This is an optimization exercise on Yosys and OpenROAD, whose aim is small area, a short achievable clock period and few clock cycles per item, not a production implementation. The RTL was checked by simulation tests, not by an equivalence proof against the original design.

## run D
Design ecc80_codec, start of the top module:
module ecc80_codec (
    input  wire        clk,
    input  wire        rst,
    input  wire        in_valid,
    output wire        in_ready,
    input  wire        in_op,           
    input  wire        in_volatile,     
    input  wire [63:0] in_data,
    input  wire [15:0] in_check,        
    output reg         out_valid,
    output reg  [63:0] out_data,
    output reg  [15:0] out_check,
    output reg  [1:0]  out_ncorr,
    output reg         out_uncorr,
    output reg         out_marker
);
==> flow/config.mk <==
export PLATFORM = sky130hd
export DESIGN_NAME = ecc80_codec
export DESIGN_NICKNAME = ecc80_codec
export VERILOG_FILES = /design/flow/design.v
export SDC_FILE = /design/flow/constraint.sdc
export NUM_CORES = 4
export LEC_CHECK = 0
export CAP_MARGIN = 20
export CORE_MARGIN = 2
export CORE_UTILIZATION = 65
export CTS_BUF_LIST = sky130_fd_sc_hd__clkbuf_8
export CTS_CLUSTER_SIZE = 30
export SLEW_MARGIN = 20
==> flow/constraint.sdc <==
create_clock -name core_clock -period 32.0 [get_ports {clk}]
set_input_delay 6.4000 -clock core_clock [delete_from_list [all_inputs] [get_ports {clk}]]
set_output_delay 6.4000 -clock core_clock [all_outputs]
set_load 0.01 [all_outputs]
standard.sh (not shown) runs the stock make flow with config.mk's settings and CLKGATE_MAP_FILE= SYNTH_SCRIPT=/design/flow/synth_recipe.tcl, a recipe that flattens the netlist after the stock synthesis.
==> flow/flow/run.sh <==
#!/bin/bash
# The standard layout (the standard.sh, all steps), with the port buffers
# that ORFS inserts at placement made of sky130_fd_sc_hd__buf_1 cells.
set -euo pipefail
export BUFFER_PORTS_ARGS="-buffer_cell sky130_fd_sc_hd__buf_1"
bash standard.sh > standard.log 2>&1
Having completed the whole flow, run D delivered a layout that passed the timing, design-rule and antenna checks.
Testbench counts of run D, summed over its fixed seeds: cycles 16,024, words 16,000.
Input-level comparison between run Z and run D:
- CTS_CLUSTER_SIZE removed (was 30)
- CORE_UTILIZATION changed from 65 to 40
- CTS_BUF_LIST removed (was sky130_fd_sc_hd__clkbuf_8)
==> flow/run.sh (new file) <==
#!/bin/bash
# synth_recipe.tcl (not shown) runs the flow's synth.tcl, then flattens the netlist and writes it again
# the make line also repeats each setting of config.mk as NAME=value (left out here)
make -C /OpenROAD-flow-scripts/flow DESIGN_CONFIG=/design/flow/config.mk WORK_HOME=/design/flow/orfs CLKGATE_MAP_FILE= SYNTH_SCRIPT=/design/flow/synth_recipe.tcl finish
removed: flow/flow/run.sh
removed: flow/standard.sh
### Flow results
From run D to run Z, hold buffer count at CTS did not move at all. Placement row count (run Z / run D): 1.3. On share of the core filled with cells: between run D and run Z, it ends up higher for run D. Run Z reports a lower global-route usage over all layers than run D does. Delta (run Z minus run D): total length of routed wires went up by 9.1%, post-detailed-route wirelength per cell increased 0.11 um, count of nets after finishing went down.


== xenon ==
Another version of the RTL of ecc80_codec (not shown whole).
Size in the first run: roughly 1600 cells after synthesis, about 170 I/O pins, ~0.016 mm² of cells after synthesis.
export LEC_CHECK = 0
export CAP_MARGIN = 20
export CORE_MARGIN = 2
export CORE_UTILIZATION = 65
export CTS_BUF_LIST = sky130_fd_sc_hd__clkbuf_8
export CTS_CLUSTER_DIAMETER = 80
export CTS_CLUSTER_SIZE = 20
export SLEW_MARGIN = 20
export SYNTH_HIERARCHICAL = 1
create_clock -name core_clock -period 32.0 [get_ports {clk}]
==> flow/flow/run.sh <==
#!/bin/bash
# The standard layout (the standard.sh, all steps), with the port buffers
# that ORFS inserts at placement made of sky130_fd_sc_hd__buf_1 cells.
set -euo pipefail
export BUFFER_PORTS_ARGS="-buffer_cell sky130_fd_sc_hd__buf_1"
bash standard.sh > standard.log 2>&1
Testbench counts of xenon, summed over its fixed seeds: cycles 16,024, words 16,000.
The inputs of fjord differ from those of xenon as listed below.
Settings: CTS_CLUSTER_SIZE: 20 -> 30; CTS_BUF_LIST: sky130_fd_sc_hd__clkbuf_8 -> sky130_fd_sc_hd__clkbuf_16; CTS_CLUSTER_DIAMETER: 80 -> 120.
## What came out
Of fjord and xenon, the run reporting the lower endpoint arrival time on the critical path was fjord.
The final reports for fjord and xenon show number of nets in the layout lower in the former.
fjord finished all stages; the layout is clean.


## R
Another version of the RTL of ecc80_codec (not shown whole).
Size in the first run: about 1,500 cells after synthesis, ~270 flip-flops, ~170 I/O pins, about 16,000 µm² of cells after synthesis.
==> flow/config.mk <==
export PLATFORM = sky130hd
export DESIGN_NAME = ecc80_codec
export DESIGN_NICKNAME = ecc80_codec
export VERILOG_FILES = /design/flow/design.v
export SDC_FILE = /design/flow/constraint.sdc
export NUM_CORES = 4
export LEC_CHECK = 0
export CAP_MARGIN = 20
export CORE_MARGIN = 2
export CORE_UTILIZATION = 75
export CTS_BUF_LIST = sky130_fd_sc_hd__clkbuf_16
export CTS_CLUSTER_DIAMETER = 120
export CTS_CLUSTER_SIZE = 30
export SLEW_MARGIN = 20
export SYNTH_HIERARCHICAL = 1
==> flow/constraint.sdc <==
create_clock -name core_clock -period 32.0 [get_ports {clk}]
set_input_delay 6.4000 -clock core_clock [delete_from_list [all_inputs] [get_ports {clk}]]
set_output_delay 6.4000 -clock core_clock [all_outputs]
set_load 0.01 [all_outputs]
Scripts as last shown in full above: flow/flow/run.sh
Testbench counts of R, summed over its fixed seeds: cycles 16,024, words 16,000.
What S does differently from R at the input level:
Settings: CORE_UTILIZATION changed from 75 to 65.
### Flow results
Compare S and R | hold slack higher: S
Between R and S, clock skew decreased.
Higher final routed wirelength across all metal layers among S and R: R
Final worst-path setup slack ended up 0.010 ns higher on S than on R.
Run comparison: R startpoint of the worst setup timing path out_check[1]$_DFF_P_; S startpoint of the worst setup timing path out_check[3]$_DFF_P_
Final design utilization in S is 11 points below R.

==> re-timing with driven ports <==
The flow's constraints put no driver on any port. The routed layouts listed below were extracted and timed again, unchanged, in two steps. Step 1 sets driving cells, clkbuf_16 on the clock port and buf_2 on the other inputs (assumed; they add their load-dependent delay and slew). Step 2, shift: input delay + t, output delay - t, t = (earliest + latest rising clock arrival at the registers) / 2. This alone moves slack from input paths to output paths. a / b / c = ideal / step 1 / step 2; a / b = the first two.
run	t, ns	setup WS [ns]	hold slack, ns	worst register clock-pin slew, ns
run D	0.601	24.536 / 24.489 / 24.816	0.409 / 0.409 / 0.409	0.07 / 0.07
run Z	0.636	24.150 / 24.095 / 24.731	0.416 / 0.416 / 0.416	0.08 / 0.08
xenon	0.599	24.517 / 24.469 / 24.907	0.417 / 0.417 / 0.417	0.12 / 0.12
fjord	0.544	24.583 / 24.533 / 24.965	0.419 / 0.419 / 0.419	0.11 / 0.11
R	0.542	24.492 / 24.445 / 24.581	0.411 / 0.411 / 0.411	0.11 / 0.11
S	0.546	24.502 / 24.453 / 24.651	0.425 / 0.425 / 0.425	0.11 / 0.11
After both steps every run listed still meets setup and hold.
